Source: an optimization exercise on an open RTL-to-GDS flow (aim: small area, a short achievable clock period and few clock cycles). Production flows keep margins and buffers that such runs may drop. At most, simulation tests tie the RTL to the original design; equivalence was not proved. No functional check of the RTL was part of runs 1 and 2.

<file path="flow/flow/run.sh">
#!/bin/bash
# The standard layout (standard.sh, unchanged), with the input and
# output ports buffered by sky130_fd_sc_hd__buf_1 cells instead of the
# default delay-buffer cells. All make/OpenROAD/Yosys output goes to
# standard.log in this folder.
set -euo pipefail
export BUFFER_PORTS_ARGS="-buffer_cell sky130_fd_sc_hd__buf_1"
# repair_timing aims at 7 ns of setup slack (a 10 ns period)
export SETUP_SLACK_MARGIN=7
bash standard.sh > standard.log 2>&1
</file>
<file path="flow/standard.sh">
#!/bin/bash
# synth_recipe.tcl (not shown) runs the flow's synth.tcl, then flattens the netlist and writes it again
# the make line also repeats each setting of config.mk as NAME=value (left out here)
make -C /OpenROAD-flow-scripts/flow DESIGN_CONFIG=/design/flow/config.mk WORK_HOME=/design/flow/orfs CLKGATE_MAP_FILE= SYNTH_SCRIPT=/design/flow/synth_recipe.tcl "${@:-finish}"
</file>
<file path="flow/constraint.sdc">
create_clock -name core_clock -period 17.0 [get_ports {clk}]
set_input_delay 3.4000 -clock core_clock [delete_from_list [all_inputs] [get_ports {clk}]]
set_output_delay 3.4000 -clock core_clock [all_outputs]
set_load 0.01 [all_outputs]
</file>
<file path="flow/config.mk">
export PLATFORM = sky130hd
export DESIGN_NAME = ce_errx
export DESIGN_NICKNAME = ce_errx
export VERILOG_FILES = /design/flow/design.v
export SDC_FILE = /design/flow/constraint.sdc
export NUM_CORES = 4
export LEC_CHECK = 0
export ABC_AREA = 1
export CAP_MARGIN = 20
export CORE_MARGIN = 2
export CORE_UTILIZATION = 40
export PLACE_DENSITY = 0.6
export SLEW_MARGIN = 20
</file>
<file path="flow/design.v">
module ce_errx (
    input  wire         clk,
    input  wire         rst,
    input  wire         start,
    output reg          done,
    input  wire         voa,
    input  wire [31:0]  y,
    input  wire [2:0]   seq,
    input  wire [7:0]   dseq,
    input  wire [2:0]   dlag,
    input  wire [2:0]   dsh,
    input  wire         ext,
    input  wire [31:0]  yavg_in,
    input  wire [31:0]  m_in,
    input  wire [31:0]  refv,
    input  wire         ref_ok,
    input  wire [15:0]  kref,
    input  wire [31:0]  yfloor,
    input  wire [31:0]  target,
    output wire [15:0]  e,
    output reg  [31:0]  yavg_out,
    output reg  [31:0]  m_out,
    output reg          wd
);
    localparam [1:0] S_IDLE = 2'd0,
                     S_MUL  = 2'd1,
                     S_DIV  = 2'd2;
    reg  [1:0]  state;
    reg  [2:0]  cnt;
    reg  [4:0]  rem;       
    reg  [14:0] quo;       
    reg         satr;      
    reg         posq;      
    reg  [17:0] tx;        
    reg  [47:0] acc;       
    reg  [39:0] den;       
    reg         neg;       
    reg         ydo;       
    wire        idle  = (state == S_IDLE);
    wire        yc    = (state == S_MUL) & ydo;    
    wire        smode = idle | yc;
    function [79:0] csa(input [39:0] a, input [39:0] b, input [39:0] c);
        csa = {(a & b) | (a & c) | (b & c), a ^ b ^ c};
    endfunction
    wire        bw      = y[5:0] < yavg_in[5:0];
    wire [2:0]  lag_idx = seq - dlag;
    wire        wl      = dseq[lag_idx];
    wire [39:0] y40  = {8'd0, y};
    wire [39:0] a40  = {8'd0, yavg_in};
    wire [39:0] m40  = {{8{m_in[31]}}, m_in};
    wire [39:0] mm40 = m40 << dsh;
    wire [39:0] yh40 = {14'd0, y[31:6]};
    wire [39:0] ah40 = {14'd0, yavg_in[31:6]};
    wire        sw = wl & ~yc;
    wire [39:0] o1 = a40 ^ {40{sw}};
    wire [39:0] o2 = yh40 ^ {40{sw}};
    wire [39:0] o3 = ~ah40 ^ {40{sw}};
    wire [39:0] o4 = yc ? {40{bw}} : (y40 ^ {40{~sw}});
    wire [39:0] o5 = yc ? 40'd0 : ~m40;
    wire [39:0] o6 = yc ? 40'd0 : mm40;
    wire        k1 = ~yc;
    wire        k2 = ~yc & (wl | ~bw);
    wire        k3 = ~yc & wl & bw;
    wire [79:0] c1 = csa(o1, o2, o3);
    wire [79:0] c2 = csa(o4, o5, o6);
    wire [79:0] c3 = csa(c1[39:0], {c1[78:40], k1}, c2[39:0]);
    wire [79:0] c4 = csa(c3[39:0], {c3[78:40], k2}, {c2[78:40], k3});
    wire [39:0] s_x = c4[39:0];
    wire [39:0] s_y = {c4[78:40], 1'b0};
    always @(posedge clk) begin
        if (idle & voa)
            yavg_out <= yavg_in;
        else if (yc)
            yavg_out <= t3[31:0];
        wd <= ~voa & dseq[seq];
    end
    wire [3:0] kd [0:3];
    assign kd[0] = kref[3:0];
    assign kd[1] = kref[7:4];
    assign kd[2] = kref[11:8];
    assign kd[3] = kref[15:12];
    wire [2:0]  klead = (kd[3] != 4'd0) ? 3'd3 : (kd[2] != 4'd0) ? 3'd2 : 3'd1;
    reg  [3:0]  dnext;     
    wire [3:0]  dig = idle ? ((ref_ok & ~voa) ? kd[klead[1:0]] : 4'd0) : dnext;
    wire [47:0] pp0 = voa ? {16'd0, target} : dig[0] ? {16'd0, refv} : 48'd0;
    wire [47:0] pp1 = voa ? ~{16'd0, y}     : dig[1] ? {15'd0, refv, 1'b0} : 48'd0;
    wire [47:0] pp2 = dig[2] ? {14'd0, refv, 2'b0} : 48'd0;
    wire [47:0] pp3 = dig[3] ? {13'd0, refv, 3'b0} : 48'd0;
    wire [47:0] pa  = idle ? 48'd0 : {acc[43:0], 4'b0};
    wire [47:0] ms0 = pp0 ^ pp1 ^ pp2;
    wire [47:0] mc0 = {((pp0[46:0] & pp1[46:0]) | (pp0[46:0] & pp2[46:0]) | (pp1[46:0] & pp2[46:0])), voa};
    wire [47:0] ms1 = ms0 ^ mc0 ^ pp3;
    wire [47:0] mc1 = {((ms0[46:0] & mc0[46:0]) | (ms0[46:0] & pp3[46:0]) | (mc0[46:0] & pp3[46:0])), 1'b0};
    wire [47:0] ms2 = ms1 ^ mc1 ^ pa;
    wire [47:0] mc2 = {((ms1[46:0] & mc1[46:0]) | (ms1[46:0] & pa[46:0]) | (mc1[46:0] & pa[46:0])), 1'b0};
    wire [47:0] mul_nx = ms2 + mc2;
    wire [31:0] yf_nz = {yfloor[31:1], yfloor[0] | (yfloor == 32'd0)};
    wire [48:0] zf  = {~{9'd0, yfloor}, 8'd0};
    wire [48:0] cs1 = {1'b0, ms2} ^ {1'b0, mc2} ^ zf;
    wire [48:0] cc1 = {((ms2 & mc2) | (ms2 & zf[47:0]) | (mc2 & zf[47:0])), 1'b0};
    wire [48:0] dgt = cs1 + cc1;
    wire        p_gt = ~dgt[48];
    wire [39:0] r_el  = p_gt ? mul_nx[47:8] : {8'd0, yf_nz};
    wire [39:0] r_voa = (target > yfloor) ? {8'd0, target} : {8'd0, yf_nz};
    wire [39:0] r_div = idle ? r_voa : r_el;
    wire signed [39:0] m_sh  = $signed(den) >>> dsh;
    wire        m_hi  = ~m_sh[39] & (m_sh[38:31] != 8'h00);
    wire        m_lo  =  m_sh[39] & (m_sh[38:31] != 8'hff);
    wire [31:0] m_val = m_hi ? 32'h7fffffff : m_lo ? 32'h80000000 : m_sh[31:0];
    wire [32:0] n_sel = idle ? mul_nx[32:0] : {m_val[31], m_val};
    reg  [31:0] n_low;
    integer b;
    always @* begin
        n_low[0] = 1'b0;
        for (b = 1; b < 32; b = b + 1)
            n_low[b] = n_low[b - 1] | n_sel[b - 1];
    end
    wire [31:0] n_mag = n_sel[31:0] ^ (n_low & {32{n_sel[32]}});
    wire [40:0] i1 = {acc[39:0], 1'b0};
    wire [41:0] t1 = {1'b0, i1} + ~{2'b00, den} + 42'd1;
    wire        q1 = ~t1[41];
    wire [39:0] a1 = q1 ? t1[39:0] : i1[39:0];
    wire [40:0] i2 = {a1, 1'b0};
    wire [41:0] t2 = {1'b0, i2} + ~{2'b00, den} + 42'd1;
    wire        q2 = ~t2[41];
    wire [39:0] a2 = q2 ? t2[39:0] : i2[39:0];
    wire [40:0] i3 = {a2, 1'b0};
    wire [41:0] x3 = smode ? {2'b00, s_x} : {1'b0, i3};
    wire [41:0] y3 = smode ? {2'b00, s_y} : ~{2'b00, den};
    wire [41:0] t3 = x3 + y3 + 42'd1;
    wire        q3 = ~t3[41];
    wire [39:0] a3 = q3 ? t3[39:0] : i3[39:0];
    reg  [39:0] hmask;     
    integer h;
    always @* begin
        hmask[39] = 1'b1;
        for (h = 38; h >= 0; h = h - 1)
            hmask[h] = hmask[h + 1] & ~den[h + 1];
    end
    wire [45:0] i1s  = {i1, 5'd0};
    wire        skip = (rem >= 5'd6) && (i1s[45:40] == 6'd0) && ((i1s[39:0] & hmask) == 40'd0);
    wire [15:0] qv  = satr ? (neg ? 16'h8000 : 16'h7fff) : {1'b0, quo};
    wire [17:0] qx  = posq ? {2'b00, qv} : {2'b11, ~qv};
    wire [17:0] es  = qx + tx + {17'd0, ~posq};
    assign e = (es[17:15] == 3'b000 || es[17:15] == 3'b111) ? es[15:0]
             : (es[17] ? 16'h8000 : 16'h7fff);
    wire        sat = (rem == 5'd15) && (acc[39:0] >= den);
    wire        n_neg  = n_sel[32];
    wire        tneg   = ~voa & ext;
    wire [17:0] tx_nx  = voa ? 18'd0 : (({{2{target[15]}}, target[15:0]} ^ {18{tneg}}) + {17'd0, tneg});
    task load_common;
        begin
            den   <= r_div;
            neg   <= n_neg;
            quo   <= 15'd0;
            acc   <= {16'd0, n_mag};
            rem   <= 5'd15;
            satr  <= 1'b0;
        end
    endtask
    always @(posedge clk) begin
        posq <= voa ? ~neg : (ext ^ neg);
        tx   <= tx_nx;
    end
    always @(posedge clk) begin
        if (rst) begin
            state <= S_IDLE;
            done  <= 1'b0;
        end else begin
            done <= 1'b0;
            case (state)
                S_IDLE: if (start) begin
                    if (voa) begin
                        m_out <= m_in;
                        load_common;
                        state <= S_DIV;
                    end else begin
                        den   <= t3[39:0];
                        acc   <= mul_nx;
                        cnt   <= klead - 3'd1;
                        dnext <= ref_ok ? kd[klead[1:0] - 2'd1] : 4'd0;
                        ydo   <= 1'b1;
                        state <= S_MUL;
                    end
                end
                S_MUL: begin
                    ydo <= 1'b0;
                    dnext <= ref_ok ? kd[cnt[1:0] - 2'd1] : 4'd0;
                    if (cnt == 3'd0) begin
                        m_out <= m_val;
                        load_common;
                        state <= S_DIV;
                    end else begin
                        acc <= mul_nx;
                        cnt <= cnt - 3'd1;
                    end
                end
                default: begin
                    if (sat) begin
                        satr  <= 1'b1;
                        done  <= 1'b1;
                        state <= S_IDLE;
                    end else if (skip) begin
                        acc <= {8'd0, i1s[39:0]};
                        quo <= {quo[8:0], 6'd0};
                        rem <= rem - 5'd6;
                        if (rem == 5'd6) begin
                            done  <= 1'b1;
                            state <= S_IDLE;
                        end
                    end else begin
                        acc <= {8'd0, a3};
                        quo <= {quo[11:0], q1, q2, q3};
                        rem <= rem - 5'd3;
                        if (rem == 5'd3) begin
                            done  <= 1'b1;
                            state <= S_IDLE;
                        end
                    end
                end
            endcase
        end
    end
endmodule
</file>
==> summary.md, run 1 <==
| Metric | Value |
|---|---|
| Slew margin rel. | 23.61% |
| Post-route design area | 43150 um^2 |
| I/O Pins | 313 |
| CTS buffer count | 27 |
| Most frequent cell after synthesis | nand2_1 |
| Longest Clk Path Bufs | 3 |
| Worst-path clk slew | 60 ps |
| Detailed Route WL | 174400 um |
| Vias in the first global route | 37270 |
| EDFF count, synth | 178 |
| Register area share after synthesis | 15.75% |
| Peak per-stage delay on the critical path | 590 ps |
| Fin nets | 6387 |
| Drt drc | 0 |
| Post-Syn Area | 36860 um^2 |
| Library cells used by synthesis | 74 |
| Slew Limit Fails | 0 |
| CTS sink count | 201 |
| Worst EP arrival | 10250 ps |
| # rows | 111 |
| Critical path required time | 17330 ps |
| Largest net degree at the start of global routing | 83 |
| Max cap viols | 0 |
| Hold Buf Count CTS | 0 |
| Global-route wire length before repair | 248000 um |
| DR pass1 iterations | 6 |
| Die Area | 94590 um^2 |
| Yosys top cell area share | 14.50% |
| Worst Skew | 14.14 ps |
| Setup_tns | 0 ps |
| H-tree Lvls | 1 |
| Critical path type | input pin to flip-flop |
| CTS tree | built |
| Warnings, synthesis | 1 |
| Most Frequent Cell on Critical Path | buf_4 |
| Antenna-violating nets left | 0 |
| Mapped Cells | 5252 |
| Crit-path max FO | 6 |
| CP Capture Type | flip-flop |
| Outcome | finished clean |
| Register area | 5806 um^2 |
| Chip height | 307.6 um |
| CORE AREA | 91520 um^2 |
| Fraction of layout cells with a size suffix above 1 | 10.43% |
| Area leader, netlist | edfxtp_1 |
| Main area contributors after synthesis | edfxtp_1, fa_1, ha_1 |
| GRT Resource Usage Total | 35.64% |
| Initial antenna violation count | 12 |
| Clock Latency Late Sink | 610 ps |
| Final setup viols | 0 |
| Hold WC Path Type | flip-flop to flip-flop |
| CP startpoint kind | input pin |
| Least-Margin Pin Slew | 1139 ps |
| Async SR Flop Fraction | 0% |
| Average wire per cell in the routed design | 25.68 um |
| Multi-input gate area | 28520 um^2 |
| Slowest-stage cell, CP | fa_2 |
| Area Overhead vs Synth | 17.06% |
| F_max | 100.8 MHz |
| Syn Area/Cell | 7.018 um^2 |
| Synth Register Bits | 201 |
| Via count | 39280 |
| Initial DRC count | 4230 |
| Most frequent cells after synthesis | nand2_1, inv_1, o21ai_0, nor2_1, a21oi_1 |
| Unrepaired setup endpoints after global routing | yes |
| Final Hold Vio Count | 0 |
| Fill cells | 9429 |
| Part of the cycle the worst path needs | 58.37% |
| Count of buffers from port buffering | 312 |
| Synth Flop Type | edfxtp_1 |
| Routability Congestion | 1.033 |
| DP Area | 39190 um^2 |
| Final Critical Period | 9922 ps |
| Die Wd | 307.6 um |
| Starting Density | 40.27% |
| Grt ovf | 0 |
| Syn nets | 6061 |
| Root cell of the clock tree | clkbuf_16 |
| Via density | 5.786 |
| Worst hold slack | 534.7 ps |
| HPWL Detailed | 139900 um |
repair_timing:
item / 4_1_cts / 5_1_grt
gates resized for setup: 180 / 251
pin swaps: 50 / 84
buffers inserted: 49 / 73
endpoints found under the hold margin: 0 / 0
setup endpoints to repair: 97 / 79
cloned: 12 / 8
placed cells by master, fill, tap and decap left out, types with 32 or more instances in the layout:
cell type and instances:
xnor2_1 103, o21ai_1 65, buf_1 297, mux2i_1 45, xor2_1 202, inv_1 793, nand2_2 46, nand2_1 1019
o21ai_0 499, a21oi_1 332, o22ai_1 82, nand4_1 36, a21oi_2 33, o211ai_1 52, o21ai_2 41, fa_1 232
ha_1 333, a31oi_1 47, buf_4 139, nor2_1 376, edfxtp_1 178, clkbuf_16 32, nand3_1 118
layer usage:
layer / up-vias / track usage (%) / share of wire (%)
li1: 18060 / - / -
met1: 18560 / 44.84 / 39
met2: 2078 / 55.35 / 43
met3: 564 / 8.038 / 10
met4: 16 / 22.29 / 7.7
met5: - / 0 / 0.059
final cells by class:
cell class                 count  share of cell area [%]
antenna                        6                 0.03480
inverter                     838                   7.560
clock buffer                  34                   1.650
tap                         1186                   3.439
timing repair inverter         6                  0.1363
timing repair buffer         495                   7.209
clock inverter                14                  0.4234
sequential                   201                   13.45
multi-input combinational   4009                   66.09
kinds of logic (layout without fill, tap and decap cells):
kind of cell / count (synthesis) / after routing / synth area share, %
and+or+nand+nor: 1710 / 1711 / 19.02
AOI/OAI and AO/OA: 1322 / 1322 / 20.23
buffers and inverters: 1046 / 1387 / 10.90
adders and majority gates: 595 / 595 / 24.95
xor gates and xnor gates: 332 / 332 / 7.889
DFF: 201 / 201 / 15.75
muxes: 46 / 49 / 1.253
other: 0 / 6 / 0
registers in the layout, summed over array words and instances (netlist names), 3 cells and up:
signal	cells
rem	5
den	40
yavg_out	32
tx	18
m_out	32
dnext	4
quo	15
acc	44
cnt	3
per-stage QoR:
step	setup slack [ps]	utilization [%]	cells
2_1_floorplan	7007	-	5252
3_3_place_gp	4122	42.80	6592
3_5_place_dp	4482	42.82	6593
4_1_cts	6988	45.27	6702
5_1_grt	6757	47.13	6784
6_report	7078	47.14	6789
path summary, 6_finish.rpt:
check | startpoint | endpoint | cells after the start
worst min register to register | state[0]$_SDFFE_PP0P_ | state[0]$_SDFFE_PP0P_ | 2
worst max register to register | den[2]$_DFFE_PP_ | acc[6]$_DFFE_PP_ | 55
worst min-delay path | state[0]$_SDFFE_PP0P_ | state[0]$_SDFFE_PP0P_ | 2
worst max-delay path | kref[15] | acc[26]$_DFFE_PP_ | 40
critical path: cells and delay by family:
kind / cells / cell delay [ps]
adder cells (fa/ha/maj): 5 / 1760
AO/OA/AOI/OAI: 12 / 1850
AND/OR/NAND/NOR: 10 / 1230
buffers and inverters: 11 / 1440
XOR/XNOR: 2 / 550
==> inputs of run 2 (changes only) <==
--- a/flow/design.v
+++ b/flow/design.v
@@ -97,7 +97,3 @@
     wire [31:0] yf_nz = {yfloor[31:1], yfloor[0] | (yfloor == 32'd0)};
-    wire [48:0] zf  = {~{9'd0, yfloor}, 8'd0};
-    wire [48:0] cs1 = {1'b0, ms2} ^ {1'b0, mc2} ^ zf;
-    wire [48:0] cc1 = {((ms2 & mc2) | (ms2 & zf[47:0]) | (mc2 & zf[47:0])), 1'b0};
-    wire [48:0] dgt = cs1 + cc1;
-    wire        p_gt = ~dgt[48];
+    wire        p_gt  = mul_nx[47:8] > {8'd0, yfloor};
     wire [39:0] r_el  = p_gt ? mul_nx[47:8] : {8'd0, yf_nz};
==> run 2 against run 1 <==
Effect of this change: still clean; synthesized cell count down 0.69%; critical path depth up 2; non-clock buffer count up 38; clock skew up 33 ps; fmax down 4.3%; via count up 1.5%; final cell count about the same; sequential cell count unchanged; critical endpoint is now den[1]$_DFFE_PP_; largest cell class unchanged.
==> summary.md, run 2 <==
| Metric | Value |
|---|---|
| Outcome | finished clean |
| Library cells used by synthesis | 76 |
| CTS tree | built |
| Setup_tns | 0 ps |
| Largest regs | acc (44), den (40) |
| Syn Area/Cell | 6.902 um^2 |
| Commonest non-fill, non-tap cell in the layout | nand2_1 |
| Max cap viols | 0 |
| Reg2reg path depth | 63 |
| Critical path type | input pin to flip-flop |
| CTS sink count | 201 |
| Slew Limit Fails | 0 |
| Global-route wire length before repair | 246900 um |
| F_max | 96.43 MHz |
| Main area contributors after synthesis | edfxtp_1, nand2_1, fa_1 |
| Slew margin rel. | 26.59% |
| Root cell of the clock tree | clkbuf_16 |
| Starting Density | 40.18% |
| Yosys top cell area share | 14.85% |
| Die Area | 92410 um^2 |
| Largest net degree at the start of global routing | 92 |
| Initial antenna violation count | 6 |
| Worst path bufs/invs | 11 |
| GRT met1 Usage | 44.50% |
| Drt drc | 0 |
| Register area share after synthesis | 16.13% |
| Critical path required time | 17370 ps |
| Via density | 5.872 |
| DR pass1 iterations | 6 |
| RR Endpoint | acc[34]$_DFFE_PP_ |
| Crit path from | kref[12] |
| Syn nets | 5968 |
| Global route hottest layer | met2 |
| I/O Pins | 313 |
| H-tree Lvls | 1 |
| Pre-CTS setup slack | 3555 ps |
| Count of buffers from port buffering | 312 |
| HPWL Detailed | 135800 um |
| GRT Resource Usage Total | 35.71% |
| Synth Flop Type | edfxtp_1 |
| CORE AREA | 89600 um^2 |
| Largest register FFs | 44 |
| CP startpoint kind | input pin |
| Worst hold slack | 549.4 ps |
| Peak per-stage delay on the critical path | 570 ps |
| Fin nets | 6337 |
| Setup crit end | den[1]$_DFFE_PP_ |
| Most frequent cell after synthesis | nand2_1 |
| Warnings, synthesis | 1 |
| Final setup viols | 0 |
| Part of the cycle the worst path needs | 61.00% |
| Worst-path clk slew | 80 ps |
| Clock Latency Late Sink | 650 ps |
| Grt ovf | 0 |
| CP Capture Type | flip-flop |
| Slowest-stage cell, CP | fa_1 |
| Final Hold Vio Count | 0 |
| Area Overhead vs Synth | 19.86% |
| Fill cells | 9149 |
| Die Wd | 304.0 um |
| CTS buffer count | 28 |
| Via count | 39850 |
| Post-Syn Area | 36000 um^2 |
| Initial DRC count | 4715 |
| Least-Margin Pin Slew | 1091 ps |
| Final Critical Period | 10370 ps |
| Met3 usage | 8.120% |
| Worst EP arrival | 10740 ps |
| Most frequent cells in the layout | nand2_1, inv_1, o21ai_0, a21oi_1, nor2_1 |
| Delay-heaviest family, CP | compound AO/OA/AOI/OAI gates |
| Vias in the first global route | 37280 |
| Unrepaired setup endpoints after global routing | yes |
| Fraction of layout cells with a size suffix above 1 | 12.04% |
| Top reg by flops | acc |
| Async SR Flop Fraction | 0% |
| Detailed Route WL | 173000 um |
| Most Frequent Cell on Critical Path | inv_2 |
| R2r startpoint | acc[5]$_DFFE_PP_ |
| Area leader, netlist | edfxtp_1 |
| Synth Register Bits | 201 |
| Most frequent cells after synthesis | nand2_1, inv_1, o21ai_0, a21oi_1, nor2_1 |
| CP Depth | 42 |
| Crit-path max FO | 9 |
| Mapped Cells | 5216 |
| # rows | 110 |
| Antenna-violating nets left | 0 |
| Chip height | 304.0 um |
| Longest Clk Path Bufs | 3 |
| Worst setup margin | 6630 ps |
| Average wire per cell in the routed design | 25.50 um |
| Hold WC Path Type | flip-flop to flip-flop |
| EDFF count, synth | 178 |
| Worst Skew | 47.22 ps |
| M2 GR Usage | 55.89% |
| Routability Congestion | 1.068 |
## run 2: cell type report
class	instances	area, um^2	area share [%]
antenna	4	10.01	0.02320
clock buffer	39	794.5	1.841
clock inverter	12	141.4	0.3277
inverter	747	2888	6.693
multi-input combinational	4067	28520	66.10
sequential	201	5806	13.46
tap	1176	1471	3.410
timing repair buffer	533	3400	7.879
timing repair inverter	7	116.4	0.2697
## run 2: through the flow
| stage | std cells | utilization (%) | area, um^2 |
|---|---|---|---|
| 2_1_floorplan | 5216 | - | 36360 |
| 6_report | 6786 | 48.16 | 43150 |
| 3_5_place_dp | 6543 | 42.87 | 38410 |
| 5_1_grt | 6782 | 48.14 | 43140 |
| 4_1_cts | 6688 | 46.05 | 41260 |
| 3_3_place_gp | 6543 | 42.87 | 38410 |
## run 2: what timing repair did
action | in CTS | in global routing
gates resized for setup | 212 | 300
buffers inserted | 81 | 87
pin swaps | 74 | 150
endpoints found under the setup margin | 108 | 94
hold buffers | 0 | 0
gates cloned | 13 | 7
## run 2: logic make-up (layout without fill, tap and decap cells)
kind of cell / Yosys count / after routing / synth area share (%)
buffers and inverters: 957 / 1338 / 10.42
other: 0 / 4 / 0
muxes: 43 / 43 / 1.199
xor gates and xnor gates: 330 / 330 / 8.029
adders and majority gates: 531 / 531 / 22.62
DFF: 201 / 201 / 16.13
AOI/OAI and AO/OA: 1387 / 1388 / 21.50
and+or+nand+nor: 1767 / 1775 / 20.10
## run 2: how the worst min path moves through the flow
stage	startpoint	end	slack (ps)	depth (start not counted)
final	neg$_DFFE_PP_	posq$_DFF_P_	550	1
after global routing	neg$_DFFE_PP_	posq$_DFF_P_	580	1
after CTS	neg$_DFFE_PP_	posq$_DFF_P_	550	1
after detailed placement	neg$_DFFE_PP_	posq$_DFF_P_	520	1
after global placement	neg$_DFFE_PP_	posq$_DFF_P_	520	1
after floorplan	neg$_DFFE_PP_	posq$_DFF_P_	450	1
## run 2: metal layers
metal  up-vias  share of wire [%]
met2      2371                 43
met4         6                7.8
met3       526                 11
met5         -              0.024
li1      18160                  -
met1     18790                 38
==> inputs of run 3 (changes only) <==
--- a/flow/design.v
+++ b/flow/design.v
@@ -97,3 +97,7 @@
     wire [31:0] yf_nz = {yfloor[31:1], yfloor[0] | (yfloor == 32'd0)};
-    wire        p_gt  = mul_nx[47:8] > {8'd0, yfloor};
+    wire [48:0] zf  = {~{9'd0, yfloor}, 8'd0};
+    wire [48:0] cs1 = {1'b0, ms2} ^ {1'b0, mc2} ^ zf;
+    wire [48:0] cc1 = {((ms2 & mc2) | (ms2 & zf[47:0]) | (mc2 & zf[47:0])), 1'b0};
+    wire [48:0] dgt = cs1 + cc1;
+    wire        p_gt = ~dgt[48];
     wire [39:0] r_el  = p_gt ? mul_nx[47:8] : {8'd0, yf_nz};
@@ -106,10 +110,3 @@
     wire [32:0] n_sel = idle ? mul_nx[32:0] : {m_val[31], m_val};
-    reg  [31:0] n_low;
-    integer b;
-    always @* begin
-        n_low[0] = 1'b0;
-        for (b = 1; b < 32; b = b + 1)
-            n_low[b] = n_low[b - 1] | n_sel[b - 1];
-    end
-    wire [31:0] n_mag = n_sel[31:0] ^ (n_low & {32{n_sel[32]}});
+    wire [31:0] n_mag = n_sel[32] ? -n_sel[31:0] : n_sel[31:0];
     wire [40:0] i1 = {acc[39:0], 1'b0};
==> flow/flow/run.sh (replaced) <==
#!/bin/bash
set -euo pipefail
export BUFFER_PORTS_ARGS="-buffer_cell sky130_fd_sc_hd__buf_1"
export SETUP_SLACK_MARGIN=7
bash standard.sh > standard.log 2>&1
--- a/flow/config.mk
+++ b/flow/config.mk
@@ -8,3 +8,3 @@
 export ABC_AREA = 1
-export CAP_MARGIN = 20
+export CAP_MARGIN = 0
 export CORE_MARGIN = 2
@@ -12,2 +12,2 @@
 export PLACE_DENSITY = 0.6
-export SLEW_MARGIN = 20
+export SLEW_MARGIN = 0
==> run 3 against run 2 <==
Effect of this change: sequential share of layout area rose by 0.056 points; cell area fell by 0.41%; hold slack improved by 4.2 ps; clock skew fell by 26 ps; utilization fell by 3.0 points; fmax rose by 5.8%; highest routed layer unchanged.
==> summary.md, run 3 <==
| Metric | Value |
|---|---|
| Final Critical Period | 9797 ps |
| CORE AREA | 95150 um^2 |
| Final setup viols | 0 |
| Critical path type | input pin to flip-flop |
| Clock Latency Late Sink | 630 ps |
| Starting Density | 40.47% |
| I/O Pins | 313 |
| Antenna-violating nets left | 0 |
| Longest Clk Path Bufs | 3 |
| Worst hold slack | 553.6 ps |
| Setup_tns | 0 ps |
| Syn nets | 6502 |
| Count of buffers from port buffering | 312 |
| Average wire per cell in the routed design | 26.11 um |
| CP Capture Type | flip-flop |
| Worst Skew | 21.53 ps |
| Crit path from | y[5] |
| Die Area | 98770 um^2 |
| Main area contributors after synthesis | edfxtp_1, nand2_1, fa_1 |
| CP startpoint kind | input pin |
| Reg2reg path depth | 43 |
| Post-Syn Area | 38510 um^2 |
| Area leader, netlist | edfxtp_1 |
| Final Hold Vio Count | 0 |
| Via count | 41450 |
| Least-Margin Pin Slew | 1307 ps |
| Yosys top cell area share | 13.88% |
| Delay-heaviest family, CP | simple AND/OR/NAND/NOR gates |
| Die Wd | 314.3 um |
| R2r startpoint | den[2]$_DFFE_PP_ |
| Syn Area/Cell | 6.765 um^2 |
| Largest register FFs | 44 |
| Part of the cycle the worst path needs | 57.63% |
| DR pass1 iterations | 6 |
| Slowest-stage cell, CP | nor2_1 |
| Drt drc | 0 |
| Commonest non-fill, non-tap cell in the layout | nand2_1 |
| RR Endpoint | acc[28]$_DFFE_PP_ |
| Most frequent cells after synthesis | nand2_1, inv_1, o21ai_0, nor2_1, a21oi_1 |
| Async SR Flop Fraction | 0% |
| Initial DRC count | 4645 |
| Most frequent cells in the layout | nand2_1, inv_1, o21ai_0, nor2_1, a21oi_1 |
| H-tree Lvls | 1 |
| Slew margin rel. | 11.93% |
| Top reg by flops | acc |
| F_max | 102.1 MHz |
| Mapped Cells | 5692 |
| Max cap viols | 0 |
| Routability Congestion | 1.060 |
| GRT Resource Usage Total | 37.26% |
| Root cell of the clock tree | clkbuf_16 |
| Synth Register Bits | 201 |
| Grt ovf | 0 |
| CTS sink count | 201 |
| DP Area | 40850 um^2 |
| CP Depth | 30 |
| Chip height | 314.3 um |
| Post-route design area | 42970 um^2 |
| Fraction of layout cells with a size suffix above 1 | 5.872% |
| Register area share after synthesis | 15.08% |
| Slew Limit Fails | 0 |
| CTS tree | built |
| Initial antenna violation count | 13 |
| Worst EP arrival | 10160 ps |
| Warnings, synthesis | 1 |
| Hold WC Path Type | flip-flop to flip-flop |
| Global-route wire length before repair | 268100 um |
| Worst path bufs/invs | 3 |
| Detailed Route WL | 188300 um |
| Area Overhead vs Synth | 11.59% |
| # rows | 113 |
| Setup crit end | acc[32]$_DFFE_PP_ |
| Worst-path clk slew | 60 ps |
| Crit-path max FO | 39 |
| Vias in the first global route | 39430 |
| Unrepaired setup endpoints after global routing | yes |
| EDFF count, synth | 178 |
| Via density | 5.748 |
| Synth Flop Type | edfxtp_1 |
| Critical path required time | 17360 ps |
| Peak per-stage delay on the critical path | 650 ps |
| Outcome | finished clean |
| HPWL Detailed | 157600 um |
| Fin nets | 6732 |
| Largest regs | acc (44), den (40) |
| Most Frequent Cell on Critical Path | nand2_1 |
| CTS buffer count | 28 |
| Hold Buf Count CTS | 0 |
| Library cells used by synthesis | 76 |
| Most frequent cell after synthesis | nand2_1 |
| Critical hold path startpoint | quo[9]$_SDFFCE_PN0P_ |
| Largest net degree at the start of global routing | 90 |
run 3: changes by cell type after synthesis, moves of 17 or more:
| cell | previous run | this run |
|---|---|---|
| o21ai_0 | 599 | 554 |
| a31oi_1 | 24 | 72 |
| nand2_1 | 1124 | 1301 |
| ha_1 | 318 | 340 |
| nor2_1 | 381 | 454 |
| o21a_1 | 13 | 31 |
| fa_1 | 203 | 239 |
| buf_2 | 13 | 30 |
| o211ai_1 | 46 | 74 |
| inv_1 | 734 | 851 |
| a21oi_1 | 421 | 387 |
run 3: logic make-up after synthesis:
logic type	share of synthesized area, %
mux	0.7863
fa+ha+maj	23.94
buf+inv	10.88
compound gates	20.45
xor+xnor	7.233
flops	15.08
simple gates	21.63
run 3: metal layers:
| metal | global-route usage [%] | vias up | share of wire (%) |
|---|---|---|---|
| met4 | 18.91 | 10 | 5.9 |
| met3 | 7.095 | 361 | 11 |
| li1 | - | 19240 | - |
| met5 | 0 | - | 0.035 |
| met1 | 49.55 | 19690 | 40 |
| met2 | 57.60 | 2145 | 43 |
run 3: final cells by class:
cell class	instances	area, um^2
fillers	10200	52180
multi-input cells	4398	29160
flip-flops and latches	201	5806
inverters	873	3333
repair buffers	418	2143
well taps	1265	1583
clock buffers	37	785.8
clock inverters	14	140.1
repair inverters	2	15.01
diodes	3	7.507
run 3: stage by stage:
stage	util [%]	setup WS (ps)	instances
global placement	42.93	4845	7105
floorplan	-	7032	5692
CTS	44.36	6991	7173
finish	45.16	7203	7211
global route	45.15	6900	7209
detailed placement	42.93	4673	7105
run 3: what timing repair did:
action	4_1_cts	5_1_grt
gates cloned	5	0
resized for setup	58	112
buffers inserted	12	35
pin swaps	5	17
endpoints found under the setup margin	101	81
run 3: worst min path at each step:
stage / endpoint / cells after the start
2_1_floorplan: posq$_DFF_P_ / 1
3_3_place_gp: quo[12]$_SDFFCE_PN0P_ / 2
3_5_place_dp: quo[12]$_SDFFCE_PN0P_ / 2
4_1_cts: quo[12]$_SDFFCE_PN0P_ / 2
5_1_grt: quo[14]$_SDFFCE_PN0P_ / 2
6_report: quo[12]$_SDFFCE_PN0P_ / 2
run 3: worst register-to-register path, delay by kind of cell, from the launching register on:
kind | cells | cell delay, ps
adder cells (fa/ha/maj) | 3 | 1060
flip-flops | 1 | 390
multiplexers | 1 | 170
AO/OA/AOI/OAI | 21 | 5060
AND/OR/NAND/NOR | 14 | 1930
buffers and inverters | 4 | 670
Testbench counts of run 3, summed over its fixed seeds: cycles 9,585.

[static timing again, ports no longer ideal]
No port has a modelled driver above. Below, the same layouts with a new extraction and two added sets of constraints. Step 1, drivers: a clkbuf_16 drives clk and a buf_2 each remaining input, both assumed. Step 2 adds t to the input delays and takes it off the output delays; t is the mean of the earliest and latest rising clock arrival at the registers after step 1. Input paths then give back, and output paths get back, about the clock's delay inside the block. a / b / c = ideal ports / drivers / drivers and shift; a / b = the first two.
run	t (ns)	setup slack, ns	worst hold slack (ns)	latest minus earliest clock arrival (ns)
run 1	0.680	7.078 / 7.120 / 6.440	0.535 / 0.535 / 0.535	0.014 / 0.014
run 2	0.693	6.630 / 6.645 / 5.953	0.549 / 0.549 / 0.549	0.047 / 0.047
run 3	0.694	7.203 / 7.253 / 6.559	0.554 / 0.554 / 0.554	0.022 / 0.021
After both steps setup and hold are still met in every run listed. For run 2, which loses most, drivers alone change the setup slack by +0.015 ns; drivers and shift together by -0.677 ns.
